Background: an optimization exercise with open tools, aiming at small area, a short achievable clock period and few clock cycles. Do not read the settings as production practice.
RTL that was checked went through simulation tests only; none was proved equivalent to the original.
Function not checked in runs 1 and 3: the RTL went through the layout flow alone.

==> design.v <==
module dec_unit (
    input  wire         clk,
    input  wire         rst,         
    input  wire         in_valid,
    output wire         in_ready,
    input  wire [2:0]   op,          
    input  wire [2:0]   size,        
    input  wire [2:0]   dmode,       
    input  wire [4:0]   digits,      
    input  wire [127:0] a,           
    input  wire [127:0] m,           
    output reg          out_valid,
    output reg  [127:0] result,
    output reg  [127:0] breakage,
    output reg          flag_n,
    output reg          flag_z,
    output reg          flag_c,
    output reg          flag_v,
    output reg          dov,
    output reg          ddata
);
    localparam OP_DAD  = 3'd0, OP_DSB  = 3'd1, OP_DMUL = 3'd2, OP_DRND = 3'd3,
               OP_DCMP = 3'd4, OP_DVAL = 3'd5, OP_DCVB = 3'd6, OP_BCVD = 3'd7;
    function [3:0] m5;
        input [3:0] d;
        begin
            m5[3] = d[3] | (d[2] & (d[1] | d[0]));
            m5[2] = (d[2] & ~d[1] & ~d[0]) | (d[3] & d[0]);
            m5[1] = (d[1] & d[0]) | (d[1] & ~d[2]) | (d[3] & ~d[0]);
            m5[0] = (d[0] & ~d[2] & ~d[3]) | (d[2] & d[1] & ~d[0]) | (d[3] & ~d[0]);
        end
    endfunction
    function [127:0] bcd_add;
        input [127:0] x;
        input [127:0] y;
        input         cin;
        integer k;
        reg [4:0]  z;
        reg [3:0]  h, hm;
        reg [31:0] g, p;
        reg [32:0] c;
        reg        c1, c2, c3;
        reg [127:0] zz;
        reg [31:0]  zc;
        begin
            for (k = 0; k < 32; k = k + 1) begin
                z[0] = x[4*k] ^ y[4*k];
                c1   = x[4*k] & y[4*k];
                z[1] = x[4*k+1] ^ y[4*k+1] ^ c1;
                c2   = (x[4*k+1] & y[4*k+1]) | (c1 & (x[4*k+1] ^ y[4*k+1]));
                z[2] = x[4*k+2] ^ y[4*k+2] ^ c2;
                c3   = (x[4*k+2] & y[4*k+2]) | (c2 & (x[4*k+2] ^ y[4*k+2]));
                z[3] = x[4*k+3] ^ y[4*k+3] ^ c3;
                z[4] = (x[4*k+3] & y[4*k+3]) | (c3 & (x[4*k+3] ^ y[4*k+3]));
                g[k] = z[4] | (z[3] & (z[2] | z[1]));
                p[k] = z[3] & ~z[2] & ~z[1] & z[0];
                zz[4*k +: 4] = z[4:1];
                zc[k] = z[0];
            end
            c[0] = cin;
            for (k = 0; k < 32; k = k + 1)
                c[k+1] = g[k] | (p[k] & c[k]);
            for (k = 0; k < 32; k = k + 1) begin
                h  = zz[4*k +: 4] + {3'd0, zc[k] & c[k]};
                hm = m5(h);
                bcd_add[4*k +: 4] = {hm[2:0], zc[k] ^ c[k]};
            end
        end
    endfunction
    function [123:0] nines;
        input [123:0] x;
        integer k;
        begin
            for (k = 0; k < 31; k = k + 1)
                nines[4*k +: 4] = {~(x[4*k+3] | x[4*k+2] | x[4*k+1]),
                                   x[4*k+2] ^ x[4*k+1], x[4*k+1], ~x[4*k]};
        end
    endfunction
    function [127:0] bcd_dbl;
        input [127:0] x;
        integer k;
        reg [3:0] t;
        reg c;
        begin
            c = 1'b0;
            for (k = 0; k < 32; k = k + 1) begin
                t = m5(x[4*k +: 4]);
                bcd_dbl[4*k +: 4] = {t[2:0], c};
                c = t[3];
            end
        end
    endfunction
    function [3:0] h5;
        input       o;
        input [2:0] q;
        begin
            h5[3] = o & (q[2] | (q[1] & q[0]));
            h5[2] = o ? ~(q[2] | (q[1] & q[0])) : q[2];
            h5[1] = o ? (q[1] ^ q[0]) : q[1];
            h5[0] = o ^ q[0];
        end
    endfunction
    function [127:0] bcd_x5;
        input [127:0] x;
        integer k;
        begin
            bcd_x5[3:0] = {1'b0, x[0], 1'b0, x[0]};
            for (k = 1; k < 32; k = k + 1)
                bcd_x5[4*k +: 4] = h5(x[4*k], x[4*k-1 -: 3]);
        end
    endfunction
    function [63:0] add64;
        input [63:0] x;
        input [63:0] y;
        input        cin;
        reg [63:0] gg, pp, hs;
        reg [64:0] c;
        integer k;
        begin
            hs = x ^ y;
            gg = x & y;
            pp = hs;
            gg[1] = gg[1] | (pp[1] & gg[0]); pp[1] = pp[1] & pp[0];
            gg[3] = gg[3] | (pp[3] & gg[2]); pp[3] = pp[3] & pp[2];
            gg[5] = gg[5] | (pp[5] & gg[4]); pp[5] = pp[5] & pp[4];
            gg[7] = gg[7] | (pp[7] & gg[6]); pp[7] = pp[7] & pp[6];
            gg[9] = gg[9] | (pp[9] & gg[8]); pp[9] = pp[9] & pp[8];
            gg[11] = gg[11] | (pp[11] & gg[10]); pp[11] = pp[11] & pp[10];
            gg[13] = gg[13] | (pp[13] & gg[12]); pp[13] = pp[13] & pp[12];
            gg[15] = gg[15] | (pp[15] & gg[14]); pp[15] = pp[15] & pp[14];
            gg[17] = gg[17] | (pp[17] & gg[16]); pp[17] = pp[17] & pp[16];
            gg[19] = gg[19] | (pp[19] & gg[18]); pp[19] = pp[19] & pp[18];
            gg[21] = gg[21] | (pp[21] & gg[20]); pp[21] = pp[21] & pp[20];
            gg[23] = gg[23] | (pp[23] & gg[22]); pp[23] = pp[23] & pp[22];
            gg[25] = gg[25] | (pp[25] & gg[24]); pp[25] = pp[25] & pp[24];
            gg[27] = gg[27] | (pp[27] & gg[26]); pp[27] = pp[27] & pp[26];
            gg[29] = gg[29] | (pp[29] & gg[28]); pp[29] = pp[29] & pp[28];
            gg[31] = gg[31] | (pp[31] & gg[30]); pp[31] = pp[31] & pp[30];
            gg[33] = gg[33] | (pp[33] & gg[32]); pp[33] = pp[33] & pp[32];
            gg[35] = gg[35] | (pp[35] & gg[34]); pp[35] = pp[35] & pp[34];
            gg[37] = gg[37] | (pp[37] & gg[36]); pp[37] = pp[37] & pp[36];
            gg[39] = gg[39] | (pp[39] & gg[38]); pp[39] = pp[39] & pp[38];
            gg[41] = gg[41] | (pp[41] & gg[40]); pp[41] = pp[41] & pp[40];
            gg[43] = gg[43] | (pp[43] & gg[42]); pp[43] = pp[43] & pp[42];
            gg[45] = gg[45] | (pp[45] & gg[44]); pp[45] = pp[45] & pp[44];
            gg[47] = gg[47] | (pp[47] & gg[46]); pp[47] = pp[47] & pp[46];
            gg[49] = gg[49] | (pp[49] & gg[48]); pp[49] = pp[49] & pp[48];
            gg[51] = gg[51] | (pp[51] & gg[50]); pp[51] = pp[51] & pp[50];
            gg[53] = gg[53] | (pp[53] & gg[52]); pp[53] = pp[53] & pp[52];
            gg[55] = gg[55] | (pp[55] & gg[54]); pp[55] = pp[55] & pp[54];
            gg[57] = gg[57] | (pp[57] & gg[56]); pp[57] = pp[57] & pp[56];
            gg[59] = gg[59] | (pp[59] & gg[58]); pp[59] = pp[59] & pp[58];
            gg[61] = gg[61] | (pp[61] & gg[60]); pp[61] = pp[61] & pp[60];
            gg[63] = gg[63] | (pp[63] & gg[62]); pp[63] = pp[63] & pp[62];
            gg[3] = gg[3] | (pp[3] & gg[1]); pp[3] = pp[3] & pp[1];
            gg[7] = gg[7] | (pp[7] & gg[5]); pp[7] = pp[7] & pp[5];
            gg[11] = gg[11] | (pp[11] & gg[9]); pp[11] = pp[11] & pp[9];
            gg[15] = gg[15] | (pp[15] & gg[13]); pp[15] = pp[15] & pp[13];
            gg[19] = gg[19] | (pp[19] & gg[17]); pp[19] = pp[19] & pp[17];
            gg[23] = gg[23] | (pp[23] & gg[21]); pp[23] = pp[23] & pp[21];
            gg[27] = gg[27] | (pp[27] & gg[25]); pp[27] = pp[27] & pp[25];
            gg[31] = gg[31] | (pp[31] & gg[29]); pp[31] = pp[31] & pp[29];
            gg[35] = gg[35] | (pp[35] & gg[33]); pp[35] = pp[35] & pp[33];
            gg[39] = gg[39] | (pp[39] & gg[37]); pp[39] = pp[39] & pp[37];
            gg[43] = gg[43] | (pp[43] & gg[41]); pp[43] = pp[43] & pp[41];
            gg[47] = gg[47] | (pp[47] & gg[45]); pp[47] = pp[47] & pp[45];
            gg[51] = gg[51] | (pp[51] & gg[49]); pp[51] = pp[51] & pp[49];
            gg[55] = gg[55] | (pp[55] & gg[53]); pp[55] = pp[55] & pp[53];
            gg[59] = gg[59] | (pp[59] & gg[57]); pp[59] = pp[59] & pp[57];
            gg[63] = gg[63] | (pp[63] & gg[61]); pp[63] = pp[63] & pp[61];
            gg[7] = gg[7] | (pp[7] & gg[3]); pp[7] = pp[7] & pp[3];
            gg[15] = gg[15] | (pp[15] & gg[11]); pp[15] = pp[15] & pp[11];
            gg[23] = gg[23] | (pp[23] & gg[19]); pp[23] = pp[23] & pp[19];
            gg[31] = gg[31] | (pp[31] & gg[27]); pp[31] = pp[31] & pp[27];
            gg[39] = gg[39] | (pp[39] & gg[35]); pp[39] = pp[39] & pp[35];
            gg[47] = gg[47] | (pp[47] & gg[43]); pp[47] = pp[47] & pp[43];
            gg[55] = gg[55] | (pp[55] & gg[51]); pp[55] = pp[55] & pp[51];
            gg[63] = gg[63] | (pp[63] & gg[59]); pp[63] = pp[63] & pp[59];
            gg[15] = gg[15] | (pp[15] & gg[7]); pp[15] = pp[15] & pp[7];
            gg[31] = gg[31] | (pp[31] & gg[23]); pp[31] = pp[31] & pp[23];
            gg[47] = gg[47] | (pp[47] & gg[39]); pp[47] = pp[47] & pp[39];
            gg[63] = gg[63] | (pp[63] & gg[55]); pp[63] = pp[63] & pp[55];
            gg[31] = gg[31] | (pp[31] & gg[15]); pp[31] = pp[31] & pp[15];
            gg[63] = gg[63] | (pp[63] & gg[47]); pp[63] = pp[63] & pp[47];
            gg[63] = gg[63] | (pp[63] & gg[31]); pp[63] = pp[63] & pp[31];
            gg[47] = gg[47] | (pp[47] & gg[31]); pp[47] = pp[47] & pp[31];
            gg[23] = gg[23] | (pp[23] & gg[15]); pp[23] = pp[23] & pp[15];
            gg[39] = gg[39] | (pp[39] & gg[31]); pp[39] = pp[39] & pp[31];
            gg[55] = gg[55] | (pp[55] & gg[47]); pp[55] = pp[55] & pp[47];
            gg[11] = gg[11] | (pp[11] & gg[7]); pp[11] = pp[11] & pp[7];
            gg[19] = gg[19] | (pp[19] & gg[15]); pp[19] = pp[19] & pp[15];
            gg[27] = gg[27] | (pp[27] & gg[23]); pp[27] = pp[27] & pp[23];
            gg[35] = gg[35] | (pp[35] & gg[31]); pp[35] = pp[35] & pp[31];
            gg[43] = gg[43] | (pp[43] & gg[39]); pp[43] = pp[43] & pp[39];
            gg[51] = gg[51] | (pp[51] & gg[47]); pp[51] = pp[51] & pp[47];
            gg[59] = gg[59] | (pp[59] & gg[55]); pp[59] = pp[59] & pp[55];
            gg[5] = gg[5] | (pp[5] & gg[3]); pp[5] = pp[5] & pp[3];
            gg[9] = gg[9] | (pp[9] & gg[7]); pp[9] = pp[9] & pp[7];
            gg[13] = gg[13] | (pp[13] & gg[11]); pp[13] = pp[13] & pp[11];
            gg[17] = gg[17] | (pp[17] & gg[15]); pp[17] = pp[17] & pp[15];
            gg[21] = gg[21] | (pp[21] & gg[19]); pp[21] = pp[21] & pp[19];
            gg[25] = gg[25] | (pp[25] & gg[23]); pp[25] = pp[25] & pp[23];
            gg[29] = gg[29] | (pp[29] & gg[27]); pp[29] = pp[29] & pp[27];
            gg[33] = gg[33] | (pp[33] & gg[31]); pp[33] = pp[33] & pp[31];
            gg[37] = gg[37] | (pp[37] & gg[35]); pp[37] = pp[37] & pp[35];
            gg[41] = gg[41] | (pp[41] & gg[39]); pp[41] = pp[41] & pp[39];
            gg[45] = gg[45] | (pp[45] & gg[43]); pp[45] = pp[45] & pp[43];
            gg[49] = gg[49] | (pp[49] & gg[47]); pp[49] = pp[49] & pp[47];
            gg[53] = gg[53] | (pp[53] & gg[51]); pp[53] = pp[53] & pp[51];
            gg[57] = gg[57] | (pp[57] & gg[55]); pp[57] = pp[57] & pp[55];
            gg[61] = gg[61] | (pp[61] & gg[59]); pp[61] = pp[61] & pp[59];
            gg[2] = gg[2] | (pp[2] & gg[1]); pp[2] = pp[2] & pp[1];
            gg[4] = gg[4] | (pp[4] & gg[3]); pp[4] = pp[4] & pp[3];
            gg[6] = gg[6] | (pp[6] & gg[5]); pp[6] = pp[6] & pp[5];
            gg[8] = gg[8] | (pp[8] & gg[7]); pp[8] = pp[8] & pp[7];
            gg[10] = gg[10] | (pp[10] & gg[9]); pp[10] = pp[10] & pp[9];
            gg[12] = gg[12] | (pp[12] & gg[11]); pp[12] = pp[12] & pp[11];
            gg[14] = gg[14] | (pp[14] & gg[13]); pp[14] = pp[14] & pp[13];
            gg[16] = gg[16] | (pp[16] & gg[15]); pp[16] = pp[16] & pp[15];
            gg[18] = gg[18] | (pp[18] & gg[17]); pp[18] = pp[18] & pp[17];
            gg[20] = gg[20] | (pp[20] & gg[19]); pp[20] = pp[20] & pp[19];
            gg[22] = gg[22] | (pp[22] & gg[21]); pp[22] = pp[22] & pp[21];
            gg[24] = gg[24] | (pp[24] & gg[23]); pp[24] = pp[24] & pp[23];
            gg[26] = gg[26] | (pp[26] & gg[25]); pp[26] = pp[26] & pp[25];
            gg[28] = gg[28] | (pp[28] & gg[27]); pp[28] = pp[28] & pp[27];
            gg[30] = gg[30] | (pp[30] & gg[29]); pp[30] = pp[30] & pp[29];
            gg[32] = gg[32] | (pp[32] & gg[31]); pp[32] = pp[32] & pp[31];
            gg[34] = gg[34] | (pp[34] & gg[33]); pp[34] = pp[34] & pp[33];
            gg[36] = gg[36] | (pp[36] & gg[35]); pp[36] = pp[36] & pp[35];
            gg[38] = gg[38] | (pp[38] & gg[37]); pp[38] = pp[38] & pp[37];
            gg[40] = gg[40] | (pp[40] & gg[39]); pp[40] = pp[40] & pp[39];
            gg[42] = gg[42] | (pp[42] & gg[41]); pp[42] = pp[42] & pp[41];
            gg[44] = gg[44] | (pp[44] & gg[43]); pp[44] = pp[44] & pp[43];
            gg[46] = gg[46] | (pp[46] & gg[45]); pp[46] = pp[46] & pp[45];
            gg[48] = gg[48] | (pp[48] & gg[47]); pp[48] = pp[48] & pp[47];
            gg[50] = gg[50] | (pp[50] & gg[49]); pp[50] = pp[50] & pp[49];
            gg[52] = gg[52] | (pp[52] & gg[51]); pp[52] = pp[52] & pp[51];
            gg[54] = gg[54] | (pp[54] & gg[53]); pp[54] = pp[54] & pp[53];
            gg[56] = gg[56] | (pp[56] & gg[55]); pp[56] = pp[56] & pp[55];
            gg[58] = gg[58] | (pp[58] & gg[57]); pp[58] = pp[58] & pp[57];
            gg[60] = gg[60] | (pp[60] & gg[59]); pp[60] = pp[60] & pp[59];
            gg[62] = gg[62] | (pp[62] & gg[61]); pp[62] = pp[62] & pp[61];
            c[0] = cin;
            for (k = 0; k < 64; k = k + 1)
                c[k+1] = gg[k] | (pp[k] & cin);
            add64 = hs ^ c[63:0];
        end
    endfunction
    function [75:0] dabble;
        input [75:0] dd;
        input        b;
        integer k;
        reg [3:0] t;
        reg c;
        begin
            c = b;
            for (k = 0; k < 19; k = k + 1) begin
                t = m5(dd[4*k +: 4]);
                dabble[4*k +: 4] = {t[2:0], c};
                c = t[3];
            end
        end
    endfunction
    reg         v1;            
    reg         first;         
    reg         rdy;
    reg [2:0]   op1;
    reg         is_dsb, is_mul, is_rnd, is_cmp, is_cvb, is_bcvd, addsub, ext;
    reg         n3, n7, n15, n31;    
    reg [2:0]   dm1;
    reg [4:0]   dg1;
    reg [127:0] a1;
    reg [127:0] m1;
    reg [2:0]   ptr;           
    reg         a_lost;        
    assign in_ready = rdy;
    wire in_cvb  = (op == OP_DCVB);
    wire in_bcvd = (op == OP_BCVD);
    wire in_n31  = in_bcvd | (in_cvb ? (size == 3'd4) : (size >= 3'd4));
    wire in_n15  = in_n31 | in_cvb | (size == 3'd3);
    wire in_n7   = in_n15 | (size == 3'd2);
    wire in_n3   = in_n7  | (size == 3'd1);
    wire [30:0] dmaskn = {{16{n31}}, {8{n15}}, {4{n7}}, {2{n3}}, 1'b1};
    reg  [123:0] nmask;
    integer ki;
    always @* begin
        for (ki = 0; ki < 31; ki = ki + 1)
            nmask[4*ki +: 4] = {4{dmaskn[ki]}};
    end
    wire [123:0] A  = a1[127:4];
    wire [123:0] M  = m1[127:4];
    wire [123:0] mk = (first | ~is_mul) ? nmask : {124{1'b1}};
    wire [123:0] X  = A & mk;
    wire [123:0] Y  = M & mk;
    wire a_neg = (a1[3:0] == 4'hB) || (a1[3:0] == 4'hD);
    wire m_neg = (m1[3:0] == 4'hB) || (m1[3:0] == 4'hD);
    reg a_bad_digit, m_bad_digit;
    reg [30:0] nz_a, nz_m;       
    reg [7:0] blk_a, blk_m;      
    integer di;
    always @* begin
        a_bad_digit = 1'b0;
        m_bad_digit = 1'b0;
        for (di = 0; di < 31; di = di + 1) begin
            if (X[4*di+3] & (X[4*di+2] | X[4*di+1])) a_bad_digit = 1'b1;
            if (Y[4*di+3] & (Y[4*di+2] | Y[4*di+1])) m_bad_digit = 1'b1;
            nz_a[di] = |X[4*di +: 4];
            nz_m[di] = |Y[4*di +: 4];
        end
        for (di = 0; di < 7; di = di + 1) begin
            blk_a[di] = |nz_a[4*di +: 4];
            blk_m[di] = |nz_m[4*di +: 4];
        end
        blk_a[7] = |nz_a[30:28];
        blk_m[7] = |nz_m[30:28];
    end
    wire a_bad_sign = (a1[3:0] < 4'hA);
    wire m_bad_sign = (m1[3:0] < 4'hA);
    wire a_bad = a_bad_digit | a_bad_sign;
    wire m_bad = m_bad_digit | m_bad_sign;
    wire a_zero = ~|blk_a;
    wire m_zero = ~|blk_m;
    wire trap = first & (((addsub | is_mul) & (a_bad | m_bad)) |
                         ((is_rnd | is_cvb) & a_bad));
    reg [7:0] sfx_a;
    integer si;
    always @* begin
        sfx_a[7] = blk_a[7];
        for (si = 6; si >= 0; si = si - 1)
            sfx_a[si] = sfx_a[si+1] | blk_a[si];
    end
    wire swap = first & is_mul & |(blk_m & ~sfx_a);
    reg [30:0] dlow;             
    integer ri;
    always @* begin
        for (ri = 0; ri < 31; ri = ri + 1)
            dlow[ri] = (ri < dg1);
    end
    reg [123:0] dmask;           
    reg [127:0] u_vec;
    reg [31:0]  dsel;            
    reg [30:0]  ge5, eq5, odd;   
    always @* begin
        for (ri = 0; ri < 32; ri = ri + 1)
            dsel[ri] = (dg1 == ri);
        for (ri = 0; ri < 31; ri = ri + 1) begin
            dmask[4*ri +: 4] = {4{dlow[ri]}};
            ge5[ri] = X[4*ri+3] | (X[4*ri+2] & (X[4*ri+1] | X[4*ri]));
            eq5[ri] = ~X[4*ri+3] & X[4*ri+2] & ~X[4*ri+1] & X[4*ri];
            odd[ri] = X[4*ri];
        end
        u_vec = 128'd0;
        for (ri = 0; ri < 32; ri = ri + 1)
            u_vec[4*ri] = dsel[ri];
    end
    wire         below_nz = |(nz_a[29:0] & dlow[30:1]);
    wire         rem_nz  = |(nz_a & dlow);
    wire         g_ge    = |(ge5 & dsel[31:1]);      
    wire         g_eq    = |(eq5 & dsel[31:1]);      
    wire         lo_odd  = |(odd & dsel[30:0]);
    wire         h_gt    = (g_ge & ~g_eq) | (g_eq & below_nz);
    wire         h_eq    = g_eq & ~below_nz;
    wire         h_ge    = g_ge;
    wire [31:0]  dmaskx  = {1'b0, dmaskn};
    wire         d_lt_n  = dmaskx[dg1];         
    reg          up_m;
    always @* begin
        case (dm1)
            3'd1:    up_m = 1'b0;
            3'd2:    up_m = ~a_neg & rem_nz;
            3'd3:    up_m = a_neg & rem_nz;
            3'd4:    up_m = h_ge;
            default: up_m = h_gt | (h_eq & lo_odd);
        endcase
    end
    wire up = up_m & d_lt_n & is_rnd;
    wire [3:0]   dig  = Y[3:0];
    wire [127:0] x1   = {4'd0, X};
    wire [127:0] x2   = bcd_dbl(x1);
    wire [127:0] x4   = bcd_dbl(x2);
    wire [127:0] x5   = bcd_x5(x1);
    reg  [127:0] mp1, mp2;
    always @* begin
        case (dig)
            4'd1, 4'd3:       mp1 = x1;
            4'd4, 4'd6, 4'd8: mp1 = x4;
            4'd5, 4'd7, 4'd9: mp1 = x5;
            default:          mp1 = 128'd0;
        endcase
        case (dig)
            4'd2, 4'd3, 4'd6, 4'd7: mp2 = x2;
            4'd8, 4'd9:             mp2 = x4;
            default:                mp2 = 128'd0;
        endcase
    end
    wire subm   = is_cmp | (a_neg ^ m_neg ^ is_dsb);
    wire [123:0] nX = nines(X);
    wire [123:0] nY = nines(Y);
    wire         bneg  = a1[63];
    reg  [63:0]  bsrc;
    reg          bseen;
    integer bk;
    always @* begin
        bseen = 1'b0;
        for (bk = 0; bk < 64; bk = bk + 1) begin
            bsrc[bk] = a1[bk] ^ (bneg & bseen);
            bseen    = bseen | a1[bk];
        end
    end
    reg  [7:0]   blk_b;
    integer bi;
    always @* begin
        for (bi = 0; bi < 8; bi = bi + 1)
            blk_b[bi] = |bsrc[8*bi +: 8];
    end
    wire [123:0] Ac = {A[123:64], A[63:60] & {4{ext}}, A[59:0]};
    reg  [7:0]   blk_c;
    integer ci;
    always @* begin
        for (ci = 0; ci < 7; ci = ci + 1)
            blk_c[ci] = |Ac[16*ci +: 16];
        blk_c[7] = |Ac[123:112];
        blk_c[7:4] = blk_c[7:4] & {4{ext}};
    end
    wire [7:0] tb_in = is_bcvd ? blk_b : blk_c;
    reg  [2:0] top;
    integer ti;
    always @* begin
        top = 3'd0;
        for (ti = 1; ti < 8; ti = ti + 1)
            if (tb_in[ti]) top = ti[2:0];
    end
    wire [2:0] blk  = first ? top : ptr;
    wire       last = (blk == 3'd0);
    wire [7:0]  bbyte = bsrc[{blk, 3'b000} +: 8];
    wire [75:0] dd0   = first ? 76'd0 : result[79:4];
    wire [75:0] dd1 = dabble(dd0, bbyte[7]);
    wire [75:0] dd2 = dabble(dd1, bbyte[6]);
    wire [75:0] dd3 = dabble(dd2, bbyte[5]);
    wire [75:0] dd4 = dabble(dd3, bbyte[4]);
    wire [75:0] dd5 = dabble(dd4, bbyte[3]);
    wire [75:0] dd6 = dabble(dd5, bbyte[2]);
    wire [75:0] dd7 = dabble(dd6, bbyte[1]);
    wire [75:0] dd8 = dabble(dd7, bbyte[0]);
    wire [123:0] acc = first ? 124'd0 : result[127:4];
    wire [127:0] p2  = is_mul ? mp1 : {4'd0, nX & (is_rnd ? dmask : {124{1'b1}})};
    wire [127:0] q2  = is_mul ? mp2 : {4'd0, Y & {124{~is_rnd}}};
    wire [127:0] s2  = bcd_add(p2, q2, ~is_mul);
    wire [127:0] p1  = is_mul  ? {4'd0, acc} :
                                 {4'd0, X & (is_rnd ? ~dmask : {124{1'b1}})};
    wire [127:0] q1  = is_mul ? s2 :
                       (({128{addsub}} & {4'd0, subm ? nY : Y}) |
                        ({128{up}} & u_vec));
    wire         c1  = addsub & subm;
    wire [127:0] s1  = bcd_add(p1, q1, c1);
    wire [127:0] Xc    = {4'd0, Ac};
    wire [15:0]  chunk = Xc[{blk, 4'b0000} +: 16];
    wire [6:0]   c_lo  = {3'd0, chunk[3:0]} + {chunk[7:4], 3'd0} + {2'd0, chunk[7:4], 1'b0};
    wire [6:0]   c_hi  = {3'd0, chunk[11:8]} + {chunk[15:12], 3'd0} + {2'd0, chunk[15:12], 1'b0};
    wire [13:0]  cval  = {c_hi, 6'd0} + {1'b0, c_hi, 5'd0} + {5'd0, c_hi, 2'd0} + {7'd0, c_lo};
    wire [63:0]  bin0  = first ? 64'd0 : result[63:0];
    wire [63:0]  t1    = (bin0 << 13) | 64'd256;
    wire [63:0]  t2    = bin0 << 11;
    wire [63:0]  t3    = (~bin0) << 8;
    wire [63:0]  t4    = bin0 << 4;
    wire [63:0]  t5    = {50'd0, cval} ^ {64{a_neg}};
    wire [63:0]  u1s   = t1 ^ t2 ^ t3;
    wire [63:0]  u1c   = ((t1 & t2) | (t1 & t3) | (t2 & t3)) << 1;
    wire [63:0]  u2s   = u1s ^ u1c ^ t4;
    wire [63:0]  u2c   = ((u1s & u1c) | (u1s & t4) | (u1c & t4)) << 1;
    wire [63:0]  u3s   = u2s ^ u2c ^ t5;
    wire [63:0]  u3c   = ((u2s & u2c) | (u2s & t5) | (u2c & t5)) << 1;
    wire [63:0]  bin1  = add64(u3s, u3c, a_neg);
    wire         cv_hi = |A[123:76];
    wire         cv_gt = (A[75:0] > 76'h9223372036854775808);
    wire         cv_eq = (A[75:0] == 76'h9223372036854775808);
    wire         cv_v  = ext & (cv_hi | cv_gt | (cv_eq & ~a_neg));
    wire         ge      = s1[124];                   
    wire         use_s2  = addsub & subm & ~ge;
    wire [123:0] rmag    = (use_s2 ? s2[123:0] : s1[123:0]) & nmask;
    wire         rnz     = use_s2 | |(s1[123:0] & nmask);
    wire         r_over  = ~(addsub & subm) & |(s1 & ~{4'd0, nmask});
    wire         rneg    = is_mul ? (a_neg ^ m_neg) :
                           (addsub & subm & ~ge) ? (m_neg ^ is_dsb) : a_neg;
    wire [3:0]   rsign   = (rneg & rnz) ? 4'hD : 4'hC;
    wire [123:0] rem     = X & dmask;
    wire [123:0] bmag    = up ? s2[123:0] : rem;
    wire         bneg_r  = up ? ~a_neg : (a_neg & rem_nz);
    wire         mul_ovf = r_over | ((dig != 4'd0) & a_lost & ~first);
    wire         v_mul   = (flag_v & ~first) | mul_ovf;
    wire         a_sneg  = a_neg & ~a_zero;
    wire         m_sneg  = m_neg & ~m_zero;
    wire         mag_eq  = ~rnz;
    wire         cmp_eq  = (a_zero & m_zero) | ((a_sneg == m_sneg) & mag_eq);
    wire         cmp_lt  = ~cmp_eq & ((a_sneg & ~m_sneg) |
                                      ((a_sneg == m_sneg) & (a_sneg ? ge : ~ge)));
    wire         cmp_gt  = ~cmp_eq & ~cmp_lt;
    wire done      = trap | (is_mul ? (~swap & ~|nz_m[30:1]) : ((is_cvb | is_bcvd) ? last : 1'b1));
    wire skip      = ~nz_m[1];
    wire done_next = is_mul ? (swap ? ~|nz_a[30:1] : skip ? ~|nz_m[30:3] : ~|nz_m[30:2]) :
                              (blk == 3'd1);
    wire accept    = in_valid & rdy;
    wire multi_in  = (op == OP_DMUL) | (op == OP_DCVB) | (op == OP_BCVD);
    always @(posedge clk) begin
        if (rst) begin
            v1        <= 1'b0;
            rdy       <= 1'b1;
            out_valid <= 1'b0;
            first     <= 1'b0;
        end else begin
            out_valid <= v1 & done;
            first     <= accept | (v1 & swap & ~trap);
            if (v1 & ~done) begin
                v1  <= 1'b1;
                rdy <= done_next;
            end else begin
                v1  <= accept;
                rdy <= ~(accept & multi_in);
            end
        end
    end
    always @(posedge clk) begin
        if (rdy) begin
            op1     <= op;
            is_dsb  <= (op == OP_DSB);
            is_mul  <= (op == OP_DMUL);
            is_rnd  <= (op == OP_DRND);
            is_cmp  <= (op == OP_DCMP);
            is_cvb  <= in_cvb;
            is_bcvd <= in_bcvd;
            addsub  <= (op == OP_DAD) | (op == OP_DSB) | (op == OP_DCMP);
            ext     <= (size == 3'd4);
            n3      <= in_n3;
            n7      <= in_n7;
            n15     <= in_n15;
            n31     <= in_n31;
            dm1 <= dmode;
            dg1 <= digits;
            a1  <= a;
        end else if (swap) begin
            a1 <= {Y, m1[3:0]};
        end else if (is_mul) begin
            a1[127:4] <= skip ? {X[115:0], 8'd0} : {X[119:0], 4'd0};
        end
        if (rdy)
            m1 <= m;
        else if (swap)
            m1 <= {X, a1[3:0]};
        else
            m1 <= skip ? {8'd0, Y[123:8], m1[3:0]} : {4'd0, Y[123:4], m1[3:0]};
        ptr    <= blk - 3'd1;
        a_lost <= (a_lost & ~first) | (|X[123:120]) | (skip & |X[119:116]);
    end
    always @(posedge clk) begin
        if (is_cvb)
            result <= {64'd0, bin1};
        else if (is_bcvd)
            result <= {48'd0, dd8, bneg ? 4'hD : 4'hC};
        else
            result <= {rmag, rsign};
        breakage <= {bmag, (bneg_r & |bmag) ? 4'hD : 4'hC};
        ddata    <= trap;
        case (op1)
            OP_DCMP: begin
                flag_n <= cmp_lt; flag_z <= cmp_eq; flag_c <= cmp_gt;
                flag_v <= 1'b0;   dov    <= 1'b0;
            end
            OP_DVAL: begin
                flag_n <= ~m_bad & m_neg & ~m_zero; flag_z <= ~m_bad;
                flag_c <= m_bad_digit;              flag_v <= m_bad_sign;
                dov    <= 1'b0;
            end
            OP_DCVB: begin
                flag_n <= bin1[63]; flag_z <= (bin1 == 64'd0); flag_c <= 1'b0;
                flag_v <= cv_v;     dov    <= 1'b0;
            end
            OP_BCVD: begin
                flag_n <= bneg; flag_z <= (a1[63:0] == 64'd0); flag_c <= 1'b0;
                flag_v <= 1'b0; dov    <= 1'b0;
            end
            OP_DMUL: begin
                flag_n <= rneg & rnz; flag_z <= ~rnz; flag_c <= 1'b0;
                flag_v <= v_mul;      dov    <= v_mul;
            end
            default: begin  
                flag_n <= rneg & rnz; flag_z <= ~rnz; flag_c <= 1'b0;
                flag_v <= r_over;     dov    <= r_over;
            end
        endcase
    end
endmodule
==> flow/run.sh <==
#!/bin/bash
# The standard layout (the standard.sh, unchanged synthesis and steps), with
# one change: the port buffers that global placement inserts on every input and
# output are sky130_fd_sc_hd__buf_2 cells instead of the delay buffers
# (clkdlybuf4s50_1) that buffer_ports picks by default. The make output goes to
# standard.log; each ORFS step writes its own log under orfs/logs/.
set -euo pipefail
export BUFFER_PORTS_ARGS="-buffer_cell sky130_fd_sc_hd__buf_2"
bash standard.sh > standard.log 2>&1
==> standard.sh <==
#!/bin/bash
# synth_recipe.tcl (not shown) runs the flow's synth.tcl, then flattens the netlist and writes it again
# the make line also repeats each setting of config.mk as NAME=value (left out here)
make -C /OpenROAD-flow-scripts/flow DESIGN_CONFIG=/design/flow/config.mk WORK_HOME=/design/flow/orfs CLKGATE_MAP_FILE= SYNTH_SCRIPT=/design/flow/synth_recipe.tcl "${@:-finish}"
==> config.mk <==
export PLATFORM = sky130hd
export DESIGN_NAME = dec_unit
export DESIGN_NICKNAME = dec_unit
export VERILOG_FILES = /design/flow/design.v
export SDC_FILE = /design/flow/constraint.sdc
export NUM_CORES = 8
export LEC_CHECK = 0
export ABC_AREA = 1
export CAP_MARGIN = 30
export CORE_MARGIN = 2
export CORE_UTILIZATION = 40
export PLACE_DENSITY = 0.6
export SLEW_MARGIN = 30
==> constraint.sdc <==
create_clock -name core_clock -period 80.0 [get_ports {clk}]
set_input_delay 16.0000 -clock core_clock [delete_from_list [all_inputs] [get_ports {clk}]]
set_output_delay 16.0000 -clock core_clock [all_outputs]
set_load 0.01 [all_outputs]
==> results of run 1 <==
## layout by cell type, fill, tap and decap left out, types with 39 or more instances in the layout
cell / count
inv_1: 2078
fa_1: 354
a211oi_1: 65
edfxtp_1: 155
a21oi_1: 726
nor3_1: 178
ha_1: 532
inv_2: 45
o221ai_1: 240
a32o_1: 45
nand2_1: 2329
o211ai_1: 321
buf_2: 533
nand3_1: 493
clkbuf_16: 83
buf_4: 199
nand2_2: 39
o22ai_1: 299
a221oi_1: 57
o21ai_0: 1011
dfxtp_1: 389
nand4_1: 93
a22oi_1: 71
xor2_1: 250
o21ai_1: 41
a31oi_1: 86
o21a_1: 56
nor2_1: 1502
nor4_1: 101
## through the flow
step	std cells	worst slack (ns)	cell area (um2)
CTS	15600	61.97	88000
detailed placement	15400	62.05	85400
global placement	15400	62.39	85300
floorplan	12600	62.88	79600
finish	15600	61.27	88100
global route	15600	60.40	88000
## cell families after synthesis
logic type                 Yosys count  share of synthesized area [%]
and+or+nand+nor                   4927                           26.0
AOI/OAI and AO/OA                 3237                           25.2
buffers and inverters             2683                           12.8
adders and majority gates          886                           17.3
DFF                                546                           15.7
xor gates and xnor gates           279                           3.07
other                                2                        0.00944
## worst max-delay path: cells and delay by family, from the launching register on
kind,cells,cell delay (ns)
simple gates,69,8.23
fa+ha+maj,12,3.72
compound gates,14,3.66
buf+inv,10,2.11
xor+xnor,2,0.38
flops,1,0.32
## state kept, by name (all words and copies together), names as in the netlist, 3 cells and up
register  cells
breakage    125
ptr           3
op1           3
a1          128
m1          128
result      128
dg1           5
dm1           3
## per-layer routing
metal / vias up / global-route usage, % / routed length, um
li1: 42900 / - / -
met5: - / 0 / 252
met3: 1488 / 12.4 / 54400
met4: 38 / 35.0 / 43800
met2: 6339 / 65.1 / 193000
met1: 46200 / 54.2 / 175000
## layout make-up
class	count	area share, %
Clock inverter	44	0.402
Antenna cell	12	0.0341
Tap cell	2640	3.75
Multi-Input combinational cell	9332	64.9
Clock buffer	100	2.54
Sequential cell	546	14.2
Timing Repair Buffer	740	4.89
Inverter	2166	9.27
## worst min path at each step
stage,start,end
2_1_floorplan,v1$_SDFF_PP0_,out_valid$_SDFF_PP0_
3_3_place_gp,v1$_SDFF_PP0_,out_valid$_SDFF_PP0_
3_5_place_dp,v1$_SDFF_PP0_,out_valid$_SDFF_PP0_
4_1_cts,v1$_SDFF_PP0_,out_valid$_SDFF_PP0_
5_1_grt,v1$_SDFF_PP0_,out_valid$_SDFF_PP0_
6_report,v1$_SDFF_PP0_,out_valid$_SDFF_PP0_
## cells in the mapped netlist, drive strengths merged, types with 14 or more instances
master   number
buf          91
nor4        106
and3b        25
o2111ai      14
o21ai      1066
nor2       1542
a31oi        86
nand2      2383
inv        2133
and3         31
ha          532
o2bb2ai      14
or2          28
o32ai        19
xor2        250
o31ai        38
a221oi       57
o311ai       18
edfxtp      155
fa          354
nand4        95
xnor2        29
a211oi       65
o221ai      240
clkinv       33
o21a         56
a22oi        71
nand3       510
clkbuf      426
o22ai       300
o211ai      321
a32oi        25
o21bai       23
nor3        183
a21oi       733
dfxtp       391
a32o         45
==> impl_metrics.env, run 1 <==
export IMPL_outcome="no timing/DRC/antenna violations"
export IMPL_yosys_warnings=1
export IMPL_hold_ws_ns=0.464
export IMPL_setup_viol=0
export IMPL_synth_top_cell_area_share_pct=11.0
export IMPL_relSlewSlack_pct=18.4
export IMPL_final_nets=14000
export IMPL_postSynthAreaPerCell_um2=6.34
export IMPL_seqCellArea_um2=12500
export IMPL_drtPass1Iterations=10
export IMPL_synth_async_reset_ratio_pct=0
export IMPL_reg2reg_depth=107
export IMPL_r2r_slack_ns=61.27
export IMPL_start_kind="flop"
export IMPL_cts_resized_gates=0
export IMPL_nFillCells=21200
export IMPL_synth_ff_type="dfxtp_1"
export IMPL_crit_required_ns=80.63
export IMPL_post_cts_buffers=0
export IMPL_wl_per_cell_um=30.0
export IMPL_crit_path_end="flag_n$_DFF_P_"
export IMPL_grt_use_total_pct=44.3
export IMPL_max_freq_mhz=53.4
export IMPL_maxCapViolCount=0
export IMPL_syn_to_final_growth_pct=10.7
export IMPL_synth_edff_count=155
export IMPL_rsz0062_at_grt="no"
export IMPL_overflow=0
export IMPL_die_width_um=450
export IMPL_first_global_vias=91100
export IMPL_syn_cell_area_um2=79600
export IMPL_fin_util_pct=44.6
export IMPL_port_buffers=533
export IMPL_path_clk_slew_ns=0.06
export IMPL_crit_path_top_delay_cell="a22oi_1"
export IMPL_fin_tns_setup_ns=0
export IMPL_clockBufferDepth=3
export IMPL_grt_first_pass_wirelength_um=655000
export IMPL_cts_tree="done"
export IMPL_ys_seq_elements=546
export IMPL_synthCells=12600
export IMPL_wl_um=467000
export IMPL_tightest_slew_ns=1.21
export IMPL_multi_input_area_um2=57200
export IMPL_numCtsBuffers=78
export IMPL_ys_seq_area_share_pct=15.7
export IMPL_end_kind="flop"
export IMPL_vias=96900
export IMPL_grt_max_degree=154
export IMPL_ctsHoldBuffers=0
export IMPL_fin_crit_sh_pct=23.4
export IMPL_critPathMaxStageDelay_ns=0.65
export IMPL_yosys_area_top_type="nand2_1"
export IMPL_r2r_end="flag_n$_DFF_P_"
export IMPL_skew_ns=0.0416
export IMPL_cts_root_buffer="clkbuf_16"
export IMPL_crit_type="flop to flop"
export IMPL_slew_violations=0
export IMPL_gp_congestion=1.11
export IMPL_drive_above_1_share_pct=8.59
export IMPL_cp_data_arrival_time_ns=19.36
export IMPL_hp_class="flop to flop"
export IMPL_antenna_found_initial=30
export IMPL_synthTopCellsByArea="nand2_1, dfxtp_1, inv_1, fa_1, ha_1"
export IMPL_fp_coreArea_um2=197000
export IMPL_ys_types=81
export IMPL_remaining_drc_errors=0
export IMPL_finalHoldViolCount=0
export IMPL_via_per_inst=6.22
export IMPL_die_area_um2=203000
export IMPL_holdPathStages=2
export IMPL_io_pins=537
export IMPL_crit_path_frequent_cell="nand2_1"
export IMPL_fin_crit_ns=18.73
export IMPL_clk_latency_ns=0.78
export IMPL_crit_fanout=58
export IMPL_reg2reg_from="is_mul$_DFFE_PP_"
export IMPL_die_h_um=450
export IMPL_drtIter0Drc=12800
export IMPL_placementRows=163
export IMPL_ant_nets=0
export IMPL_hpwl_um=376000
export IMPL_clock_sinks=546
export IMPL_crit_path_start="is_mul$_DFFE_PP_"
export IMPL_h_tree_depth=3
export IMPL_start_util_pct=40.3
==> run 2, diff against run 1 <==
--- a/design.v
+++ b/design.v
@@ -39,6 +39,7 @@
         reg [3:0]  h, hm;
         reg [31:0] g, p;
         reg [32:0] c;
+        reg [31:0] gg, pp;
         reg        c1, c2, c3;
         reg [127:0] zz;
         reg [31:0]  zc;
@@ -57,9 +58,68 @@
                 zz[4*k +: 4] = z[4:1];
                 zc[k] = z[0];
             end
+            gg = g;
+            pp = p;
+            gg[1] = gg[1] | (pp[1] & gg[0]); pp[1] = pp[1] & pp[0];
+            gg[3] = gg[3] | (pp[3] & gg[2]); pp[3] = pp[3] & pp[2];
+            gg[5] = gg[5] | (pp[5] & gg[4]); pp[5] = pp[5] & pp[4];
+            gg[7] = gg[7] | (pp[7] & gg[6]); pp[7] = pp[7] & pp[6];
+            gg[9] = gg[9] | (pp[9] & gg[8]); pp[9] = pp[9] & pp[8];
+            gg[11] = gg[11] | (pp[11] & gg[10]); pp[11] = pp[11] & pp[10];
+            gg[13] = gg[13] | (pp[13] & gg[12]); pp[13] = pp[13] & pp[12];
+            gg[15] = gg[15] | (pp[15] & gg[14]); pp[15] = pp[15] & pp[14];
+            gg[17] = gg[17] | (pp[17] & gg[16]); pp[17] = pp[17] & pp[16];
+            gg[19] = gg[19] | (pp[19] & gg[18]); pp[19] = pp[19] & pp[18];
+            gg[21] = gg[21] | (pp[21] & gg[20]); pp[21] = pp[21] & pp[20];
+            gg[23] = gg[23] | (pp[23] & gg[22]); pp[23] = pp[23] & pp[22];
+            gg[25] = gg[25] | (pp[25] & gg[24]); pp[25] = pp[25] & pp[24];
+            gg[27] = gg[27] | (pp[27] & gg[26]); pp[27] = pp[27] & pp[26];
+            gg[29] = gg[29] | (pp[29] & gg[28]); pp[29] = pp[29] & pp[28];
+            gg[31] = gg[31] | (pp[31] & gg[30]); pp[31] = pp[31] & pp[30];
+            gg[3] = gg[3] | (pp[3] & gg[1]); pp[3] = pp[3] & pp[1];
+            gg[7] = gg[7] | (pp[7] & gg[5]); pp[7] = pp[7] & pp[5];
+            gg[11] = gg[11] | (pp[11] & gg[9]); pp[11] = pp[11] & pp[9];
+            gg[15] = gg[15] | (pp[15] & gg[13]); pp[15] = pp[15] & pp[13];
+            gg[19] = gg[19] | (pp[19] & gg[17]); pp[19] = pp[19] & pp[17];
+            gg[23] = gg[23] | (pp[23] & gg[21]); pp[23] = pp[23] & pp[21];
+            gg[27] = gg[27] | (pp[27] & gg[25]); pp[27] = pp[27] & pp[25];
+            gg[31] = gg[31] | (pp[31] & gg[29]); pp[31] = pp[31] & pp[29];
+            gg[7] = gg[7] | (pp[7] & gg[3]); pp[7] = pp[7] & pp[3];
+            gg[15] = gg[15] | (pp[15] & gg[11]); pp[15] = pp[15] & pp[11];
+            gg[23] = gg[23] | (pp[23] & gg[19]); pp[23] = pp[23] & pp[19];
+            gg[31] = gg[31] | (pp[31] & gg[27]); pp[31] = pp[31] & pp[27];
+            gg[15] = gg[15] | (pp[15] & gg[7]); pp[15] = pp[15] & pp[7];
+            gg[31] = gg[31] | (pp[31] & gg[23]); pp[31] = pp[31] & pp[23];
+            gg[31] = gg[31] | (pp[31] & gg[15]); pp[31] = pp[31] & pp[15];
+            gg[23] = gg[23] | (pp[23] & gg[15]); pp[23] = pp[23] & pp[15];
+            gg[11] = gg[11] | (pp[11] & gg[7]); pp[11] = pp[11] & pp[7];
+            gg[19] = gg[19] | (pp[19] & gg[15]); pp[19] = pp[19] & pp[15];
+            gg[27] = gg[27] | (pp[27] & gg[23]); pp[27] = pp[27] & pp[23];
+            gg[5] = gg[5] | (pp[5] & gg[3]); pp[5] = pp[5] & pp[3];
+            gg[9] = gg[9] | (pp[9] & gg[7]); pp[9] = pp[9] & pp[7];
+            gg[13] = gg[13] | (pp[13] & gg[11]); pp[13] = pp[13] & pp[11];
+            gg[17] = gg[17] | (pp[17] & gg[15]); pp[17] = pp[17] & pp[15];
+            gg[21] = gg[21] | (pp[21] & gg[19]); pp[21] = pp[21] & pp[19];
+            gg[25] = gg[25] | (pp[25] & gg[23]); pp[25] = pp[25] & pp[23];
+            gg[29] = gg[29] | (pp[29] & gg[27]); pp[29] = pp[29] & pp[27];
+            gg[2] = gg[2] | (pp[2] & gg[1]); pp[2] = pp[2] & pp[1];
+            gg[4] = gg[4] | (pp[4] & gg[3]); pp[4] = pp[4] & pp[3];
+            gg[6] = gg[6] | (pp[6] & gg[5]); pp[6] = pp[6] & pp[5];
+            gg[8] = gg[8] | (pp[8] & gg[7]); pp[8] = pp[8] & pp[7];
+            gg[10] = gg[10] | (pp[10] & gg[9]); pp[10] = pp[10] & pp[9];
+            gg[12] = gg[12] | (pp[12] & gg[11]); pp[12] = pp[12] & pp[11];
+            gg[14] = gg[14] | (pp[14] & gg[13]); pp[14] = pp[14] & pp[13];
+            gg[16] = gg[16] | (pp[16] & gg[15]); pp[16] = pp[16] & pp[15];
+            gg[18] = gg[18] | (pp[18] & gg[17]); pp[18] = pp[18] & pp[17];
+            gg[20] = gg[20] | (pp[20] & gg[19]); pp[20] = pp[20] & pp[19];
+            gg[22] = gg[22] | (pp[22] & gg[21]); pp[22] = pp[22] & pp[21];
+            gg[24] = gg[24] | (pp[24] & gg[23]); pp[24] = pp[24] & pp[23];
+            gg[26] = gg[26] | (pp[26] & gg[25]); pp[26] = pp[26] & pp[25];
+            gg[28] = gg[28] | (pp[28] & gg[27]); pp[28] = pp[28] & pp[27];
+            gg[30] = gg[30] | (pp[30] & gg[29]); pp[30] = pp[30] & pp[29];
             c[0] = cin;
             for (k = 0; k < 32; k = k + 1)
-                c[k+1] = g[k] | (p[k] & c[k]);
+                c[k+1] = gg[k] | (pp[k] & cin);
             for (k = 0; k < 32; k = k + 1) begin
                 h  = zz[4*k +: 4] + {3'd0, zc[k] & c[k]};
                 hm = m5(h);
@@ -272,6 +332,7 @@
     reg [127:0] a1;
     reg [127:0] m1;
     reg [2:0]   ptr;           
+    reg         zm3, zm7, zm15, zm31;    
     reg         a_lost;        
     assign in_ready = rdy;
     wire in_cvb  = (op == OP_DCVB);
@@ -289,7 +350,12 @@
     end
     wire [123:0] A  = a1[127:4];
     wire [123:0] M  = m1[127:4];
-    wire [123:0] mk = (first | ~is_mul) ? nmask : {124{1'b1}};
+    wire [30:0]  mkd = {{16{zm31}}, {8{zm15}}, {4{zm7}}, {2{zm3}}, 1'b1};
+    reg  [123:0] mk;
+    always @* begin
+        for (ki = 0; ki < 31; ki = ki + 1)
+            mk[4*ki +: 4] = {4{mkd[ki]}};
+    end
     wire [123:0] X  = A & mk;
     wire [123:0] Y  = M & mk;
     wire a_neg = (a1[3:0] == 4'hB) || (a1[3:0] == 4'hD);
@@ -534,6 +600,10 @@
             n7      <= in_n7;
             n15     <= in_n15;
             n31     <= in_n31;
+            zm3     <= in_n3;
+            zm7     <= in_n7;
+            zm15    <= in_n15;
+            zm31    <= in_n31;
             dm1 <= dmode;
             dg1 <= digits;
             a1  <= a;
@@ -549,6 +619,12 @@
         else
             m1 <= skip ? {8'd0, Y[123:8], m1[3:0]} : {4'd0, Y[123:4], m1[3:0]};
         ptr    <= blk - 3'd1;
+        if (~rdy & is_mul & ~swap) begin
+            zm3  <= 1'b1;
+            zm7  <= 1'b1;
+            zm15 <= 1'b1;
+            zm31 <= 1'b1;
+        end
         a_lost <= (a_lost & ~first) | (|X[123:120]) | (skip & |X[119:116]);
     end
     always @(posedge clk) begin
==> run 2 against run 1 <==
Still clean. Die area up 2.2%. Wire length up 6.2%. Critical path type is now flop to output pin.
==> impl_metrics.env, run 2 <==
export IMPL_fin_tns_setup_ns=0
export IMPL_post_cts_buffers=0
export IMPL_place_area_um2=87000
export IMPL_max_freq_mhz=56.7
export IMPL_drtIter0Drc=17100
export IMPL_hpwl_um=401000
export IMPL_ys_seq_elements=550
export IMPL_end_kind="output pin"
export IMPL_met1_usage_pct=58.2
export IMPL_remaining_drc_errors=0
export IMPL_placementRows=165
export IMPL_crit_path_top_delay_cell="dfxtp_4"
export IMPL_start_util_pct=40.2
export IMPL_dp_cells=15800
export IMPL_fin_util_pct=44.5
export IMPL_clock_sinks=550
export IMPL_tightest_slew_ns=1.22
export IMPL_vias=99900
export IMPL_ys_seq_area_share_pct=15.4
export IMPL_io_pins=537
export IMPL_crit_required_ns=64.00
export IMPL_synth_top_cell_area_share_pct=10.9
export IMPL_crit_type="flop to output pin"
export IMPL_maxCapViolCount=0
export IMPL_hp_class="flop to flop"
export IMPL_holdPathStages=2
export IMPL_gp_congestion=1.16
export IMPL_rsz0062_at_grt="no"
export IMPL_grt_use_total_pct=45.9
export IMPL_final_nets=14400
export IMPL_cp_data_arrival_time_ns=1.65
export IMPL_skew_ns=0.0730
export IMPL_crit_buf_inv=1
export IMPL_final_cells=16000
export IMPL_grtUsageMet3_pct=20.9
export IMPL_port_buffers=533
export IMPL_die_area_um2=207000
export IMPL_die_width_um=455
export IMPL_layout_commonest_cell="inv_1"
export IMPL_h_tree_depth=3
export IMPL_path_cells="buf_2"
export IMPL_drive_above_1_share_pct=8.32
export IMPL_cts_resized_gates=0
export IMPL_numCtsBuffers=75
export IMPL_place_ws_ns=62.84
export IMPL_fp_coreArea_um2=202000
export IMPL_reg2reg_from="a1[4]$_DFFE_PP_"
export IMPL_grt_util_met2_pct=60.7
export IMPL_fin_ws_ns=62.35
export IMPL_grt_first_pass_wirelength_um=677000
export IMPL_drtPass1Iterations=11
export IMPL_hold_ws_ns=0.463
export IMPL_reg2reg_depth=66
export IMPL_cts_root_buffer="clkbuf_16"
export IMPL_yosys_warnings=1
export IMPL_critPathMaxStageDelay_ns=0.64
export IMPL_synth_async_reset_ratio_pct=0
export IMPL_setup_viol=0
export IMPL_r2r_end="flag_z$_DFF_P_"
export IMPL_fin_crit_ns=17.65
export IMPL_crit_fanout=32
export IMPL_first_global_vias=88800
export IMPL_finalHoldViolCount=0
export IMPL_holdCritStartpoint="v1$_SDFF_PP0_"
export IMPL_syn_to_final_growth_pct=10.6
export IMPL_reg_top3="a1 x128, m1 x128, result x128"
export IMPL_grt_busiest_layer="met2"
export IMPL_outcome="no timing/DRC/antenna violations"
export IMPL_grt_max_degree=103
export IMPL_ys_types=84
export IMPL_slew_violations=0
export IMPL_fin_crit_sh_pct=22.1
export IMPL_syn_cell_area_um2=81300
export IMPL_ctsHoldBuffers=0
export IMPL_synthCells=13000
export IMPL_nFillCells=21800
export IMPL_ant_nets=0
export IMPL_synthTopCellsByArea="inv_1, nand2_1, dfxtp_1, fa_1, ha_1"
export IMPL_clk_latency_ns=0.81
export IMPL_min_to="out_valid$_SDFF_PP0_"
export IMPL_path_clk_slew_ns=0.06
export IMPL_synth_cells_most_frequent="inv_1, nand2_1, nor2_1"
export IMPL_overflow=0
export IMPL_cts_tree="done"
export IMPL_clockBufferDepth=3
export IMPL_synth_edff_count=155
export IMPL_finalInstanceArea_um2=90000
export IMPL_die_h_um=455
export IMPL_synth_most_common_cell="inv_1"
export IMPL_relSlewSlack_pct=18.2
export IMPL_synth_ff_type="dfxtp_1"
export IMPL_r2r_slack_ns=62.59
export IMPL_wl_per_cell_um=31.0
export IMPL_wl_um=496000
export IMPL_antenna_found_initial=61
export IMPL_start_kind="flop"
export IMPL_via_per_inst=6.25
export IMPL_yosys_area_top_type="inv_1"
export IMPL_final_cell_mix="inv_1, nand2_1, nor2_1"
export IMPL_critPathTopFamily="flip-flops"
export IMPL_postSynthAreaPerCell_um2=6.26
-- run 2: cell count changes after synthesis, sizes merged, moves of 39 or more --
cell | before | now
a21oi | 733 | 677
o21a | 56 | 9
a22oi | 71 | 147
inv | 2133 | 2382
a211oi | 65 | 108
nand3 | 510 | 694
clkbuf | 426 | 465
xor2 | 250 | 206
o211ai | 321 | 195
nand4 | 95 | 139
nand2 | 2383 | 2327
o21ai | 1066 | 1265
o22ai | 300 | 254
nor2 | 1542 | 1490
-- run 2: area by class of cell --
| cell class | count | area (um2) | area share, % |
|---|---|---|---|
| Timing Repair Buffer | 720 | 4150 | 4.61 |
| Clock buffer | 89 | 2040 | 2.27 |
| Sequential cell | 550 | 12600 | 14.0 |
| Clock inverter | 51 | 773 | 0.859 |
| Tap cell | 2672 | 3340 | 3.71 |
| Multi-Input combinational cell | 9490 | 58000 | 64.5 |
| Inverter | 2392 | 9000 | 10.0 |
| Antenna cell | 28 | 70.1 | 0.0779 |
-- run 2: metal layers --
metal / vias up / part of all wire, %
li1: 44000 / -
met2: 7509 / 37
met4: 66 / 8.7
met3: 1727 / 16
met5: - / 0.23
met1: 46500 / 38
-- run 2: worst max-delay path by stage --
stage / from / to / cells past startpoint
floorplan: rdy$_SDFF_PP1_ / in_ready / 0
global placement: op[1] / zm3$_SDFFE_PP1P_ / 9
detailed placement: op[0] / zm3$_SDFFE_PP1P_ / 10
CTS: rdy$_SDFF_PP1_ / in_ready / 1
global route: a1[4]$_DFFE_PP_ / flag_z$_DFF_P_ / 72
finish: rdy$_SDFF_PP1_ / in_ready / 1
-- run 2: logic make-up after synthesis --
kind of cell | after synthesis | synth area share, %
AO/OA/AOI/OAI | 3327 | 25.1
XOR/XNOR | 245 | 2.65
adder cells (fa/ha/maj) | 886 | 16.9
buffers and inverters | 2955 | 13.7
flip-flops | 550 | 15.4
multiplexers | 1 | 0.0123
other | 2 | 0.00923
AND/OR/NAND/NOR | 5028 | 26.1
Testbench counts of run 2, summed over its fixed seeds: cycles 6,086.
==> run 3, diff against run 2 <==
--- a/design.v
+++ b/design.v
@@ -30,7 +30,7 @@
             m5[0] = (d[0] & ~d[2] & ~d[3]) | (d[2] & d[1] & ~d[0]) | (d[3] & ~d[0]);
         end
     endfunction
-    function [127:0] bcd_add;
+    function [159:0] bcd_add;    
         input [127:0] x;
         input [127:0] y;
         input         cin;
@@ -124,6 +124,8 @@
                 h  = zz[4*k +: 4] + {3'd0, zc[k] & c[k]};
                 hm = m5(h);
                 bcd_add[4*k +: 4] = {hm[2:0], zc[k] ^ c[k]};
+                bcd_add[128 + k] = c[k] ? p[k] : ((zz[4*k +: 4] == 4'd0) & ~zc[k]) |
+                                                 ((zz[4*k +: 4] == 4'd5) & ~zc[k]);
             end
         end
     endfunction
@@ -511,14 +513,17 @@
     wire [123:0] acc = first ? 124'd0 : result[127:4];
     wire [127:0] p2  = is_mul ? mp1 : {4'd0, nX & (is_rnd ? dmask : {124{1'b1}})};
     wire [127:0] q2  = is_mul ? mp2 : {4'd0, Y & {124{~is_rnd}}};
-    wire [127:0] s2  = bcd_add(p2, q2, ~is_mul);
+    wire [159:0] s2x = bcd_add(p2, q2, ~is_mul);
+    wire [127:0] s2  = s2x[127:0];
     wire [127:0] p1  = is_mul  ? {4'd0, acc} :
                                  {4'd0, X & (is_rnd ? ~dmask : {124{1'b1}})};
     wire [127:0] q1  = is_mul ? s2 :
                        (({128{addsub}} & {4'd0, subm ? nY : Y}) |
                         ({128{up}} & u_vec));
     wire         c1  = addsub & subm;
-    wire [127:0] s1  = bcd_add(p1, q1, c1);
+    wire [159:0] s1x = bcd_add(p1, q1, c1);
+    wire [127:0] s1  = s1x[127:0];
+    wire [31:0]  s1z = s1x[159:128];                 
     wire [127:0] Xc    = {4'd0, Ac};
     wire [15:0]  chunk = Xc[{blk, 4'b0000} +: 16];
     wire [6:0]   c_lo  = {3'd0, chunk[3:0]} + {chunk[7:4], 3'd0} + {2'd0, chunk[7:4], 1'b0};
@@ -544,8 +549,8 @@
     wire         ge      = s1[124];                   
     wire         use_s2  = addsub & subm & ~ge;
     wire [123:0] rmag    = (use_s2 ? s2[123:0] : s1[123:0]) & nmask;
-    wire         rnz     = use_s2 | |(s1[123:0] & nmask);
-    wire         r_over  = ~(addsub & subm) & |(s1 & ~{4'd0, nmask});
+    wire         rnz     = use_s2 | |(~s1z[30:0] & dmaskn);
+    wire         r_over  = ~(addsub & subm) & |(~s1z & ~{1'b0, dmaskn});
     wire         rneg    = is_mul ? (a_neg ^ m_neg) :
                            (addsub & subm & ~ge) ? (m_neg ^ is_dsb) : a_neg;
     wire [3:0]   rsign   = (rneg & rnz) ? 4'hD : 4'hC;
==> run 3 against run 2 <==
Final area fell by 0.33%. Hold slack better by 0.031 ns. Die area up 0.50%. Sequential cell count unchanged. Non-clock buffer count decreased by 28. Utilization down 0.28 points. Critical path type unchanged. Critical path depth did not move. Wire length shrank 6.6%. Register-to-register slack got worse by 0.19 ns.
==> impl_metrics.env, run 3 <==
export IMPL_min_to="out_valid$_SDFF_PP0_"
export IMPL_overflow=0
export IMPL_ys_types=82
export IMPL_first_global_vias=89000
export IMPL_crit_path_top_delay_cell="dfxtp_4"
export IMPL_layout_commonest_cell="nand2_1"
export IMPL_ctsHoldBuffers=0
export IMPL_rsz0062_at_grt="no"
export IMPL_via_per_inst=6.12
export IMPL_drive_above_1_share_pct=7.80
export IMPL_postSynthAreaPerCell_um2=6.24
export IMPL_die_area_um2=208000
export IMPL_grt_use_total_pct=42.5
export IMPL_crit_buf_inv=1
export IMPL_crit_path_start="rdy$_SDFF_PP1_"
export IMPL_fin_ws_ns=62.04
export IMPL_relSlewSlack_pct=19.9
export IMPL_die_h_um=456
export IMPL_path_cells="buf_2"
export IMPL_remaining_drc_errors=0
export IMPL_crit_type="flop to output pin"
export IMPL_place_ws_ns=62.85
export IMPL_grt_busiest_layer="met2"
export IMPL_syn_to_final_growth_pct=9.72
export IMPL_outcome="no timing/DRC/antenna violations"
export IMPL_h_tree_depth=3
export IMPL_placementRows=165
export IMPL_clk_latency_ns=0.79
export IMPL_final_nets=14500
export IMPL_vias=98400
export IMPL_post_cts_buffers=0
export IMPL_numCtsBuffers=76
export IMPL_antenna_found_initial=40
export IMPL_cts_tree="done"
export IMPL_tightest_slew_ns=1.19
export IMPL_hpwl_um=370000
export IMPL_fin_crit_ns=17.96
export IMPL_r2r_end="result[79]$_SDFF_PP0_"
export IMPL_reg2reg_from="a1[14]$_DFFE_PP_"
export IMPL_slew_violations=0
export IMPL_cp_data_arrival_time_ns=1.96
export IMPL_die_width_um=456
export IMPL_synth_top_cell_area_share_pct=11.1
export IMPL_clock_sinks=550
export IMPL_start_kind="flop"
export IMPL_hold_ws_ns=0.493
export IMPL_wl_um=463000
export IMPL_cts_root_buffer="clkbuf_16"
export IMPL_fin_crit_sh_pct=22.4
export IMPL_critPathTopFamily="flip-flops"
export IMPL_critPathMaxStageDelay_ns=0.92
export IMPL_gp_congestion=1.10
export IMPL_fin_tns_setup_ns=0
export IMPL_skew_ns=0.0551
export IMPL_finalHoldViolCount=0
export IMPL_holdCritStartpoint="v1$_SDFF_PP0_"
export IMPL_ys_seq_elements=550
export IMPL_ys_seq_area_share_pct=15.4
export IMPL_synth_cells_most_frequent="nand2_1, inv_1, nor2_1"
export IMPL_clockBufferDepth=3
export IMPL_syn_cell_area_um2=81800
export IMPL_fp_coreArea_um2=203000
export IMPL_port_buffers=533
export IMPL_grt_first_pass_wirelength_um=648000
export IMPL_holdPathStages=2
export IMPL_wl_per_cell_um=28.8
export IMPL_synth_edff_count=155
export IMPL_synth_async_reset_ratio_pct=0
export IMPL_r2r_slack_ns=62.40
export IMPL_grt_util_met2_pct=59.3
export IMPL_synth_ff_type="dfxtp_1"
export IMPL_grt_max_degree=185
export IMPL_grtUsageMet3_pct=13.6
export IMPL_hp_class="flop to flop"
export IMPL_synth_most_common_cell="nand2_1"
export IMPL_crit_fanout=80
export IMPL_setup_viol=0
export IMPL_met1_usage_pct=55.7
export IMPL_drtIter0Drc=14700
export IMPL_yosys_warnings=1
export IMPL_synthTopCellsByArea="nand2_1, inv_1, dfxtp_1, fa_1, ha_1"
export IMPL_yosys_area_top_type="nand2_1"
export IMPL_final_cell_mix="nand2_1, inv_1, nor2_1"
export IMPL_reg2reg_depth=57
export IMPL_end_kind="output pin"
export IMPL_cts_resized_gates=0
export IMPL_ant_nets=0
export IMPL_crit_required_ns=64.00
export IMPL_drtPass1Iterations=7
export IMPL_path_clk_slew_ns=0.06
export IMPL_max_freq_mhz=55.7
export IMPL_synthCells=13100
export IMPL_maxCapViolCount=0
export IMPL_reg_top3="a1 x128, m1 x128, result x128"
export IMPL_start_util_pct=40.3
export IMPL_io_pins=537
run 3: cell count changes in the layout (fill, tap and decap cells not counted), moves of 15 or more:
cell and delta:
o221ai_1 -30, a31oi_1 -26, o21ai_0 +63, or2_2 +16, a211oi_1 -15, o22ai_1 -16, a21oi_1 +21, o2111ai_1 +16
nand3_1 +38, inv_1 -60, o211ai_1 +29, buf_4 -26, nand4_1 -20, nand2_1 +127
run 3: routing by layer:
| metal | part of all wire, % | wire (um) |
|---|---|---|
| met3 | 13 | 61000 |
| met2 | 39 | 182000 |
| met4 | 8.0 | 36900 |
| met1 | 39 | 183000 |
| met5 | 0.055 | 256 |
run 3: worst max-delay path by stage:
stage	to	slack, ns	depth (start not counted)
after floorplan	in_ready	63.14	0
after global placement	in_ready	62.86	1
after detailed placement	in_ready	62.85	1
after CTS	in_ready	62.02	1
after global routing	result[69]$_SDFF_PP0_	61.92	63
final	in_ready	62.04	1
run 3: metrics by stage:
| stage | util [%] | std cells | cell area [um2] |
|---|---|---|---|
| 2_1_floorplan | - | 13100 | 81800 |
| 3_3_place_gp | 42.9 | 15900 | 87000 |
| 3_5_place_dp | 42.9 | 15900 | 87000 |
| 4_1_cts | 44.2 | 16100 | 89600 |
| 5_1_grt | 44.2 | 16100 | 89700 |
| 6_report | 44.2 | 16100 | 89700 |
run 3: cell type report:
type / count / area (um2)
inverters: 2347 / 8840
flip-flops and latches: 550 / 12600
repair buffers: 692 / 3940
clock buffers: 98 / 2130
well taps: 2672 / 3340
clock inverters: 44 / 480
diodes: 20 / 50.0
multi-input cells: 9649 / 58400
fillers: 22200 / 113000
run 3: kinds of logic (layout without fill, tap and decap cells):
kind of cell               Yosys count  count (layout)  synth area share [%]
and+or+nand+nor                   5153            5153                  26.5
AOI/OAI and AO/OA                 3347            3347                  25.1
buffers and inverters             2902            3181                  13.5
adders and majority gates          883             883                  16.8
DFF                                550             550                  15.4
xor gates and xnor gates           263             263                  2.82
other                                2              23               0.00919

-- what the ideal ports hide --
The flow's constraints put no driver on any port. The routed layouts listed below were extracted and timed again, unchanged, in two steps.
Step 1: set_driving_cell puts a clkbuf_16 on clk and a buf_2 on each other input, an assumption about the parent block.
Step 2 moves the port delays by t, midway between the first and last clock arrival at a register: inputs arrive t later, outputs are due t later. That takes back most of the time a late clock gives input paths.
Slacks: no drivers / after step 1 / after step 2; pairs: no drivers / after step 1.
run	t, ns	setup WS [ns]	hold slack, ns	worst slew at a driven data input, ns	cell pins on the clock port's net
run 1	0.873	61.270 / 61.270 / 61.270	0.464 / 0.464 / 0.464	0.07	1
run 2	0.881	62.351 / 62.248 / 62.593	0.463 / 0.463 / 0.463	0.11	1
run 3	0.861	62.044 / 61.950 / 62.404	0.493 / 0.493 / 0.493	0.09	1
After both steps every run listed still meets setup and hold.
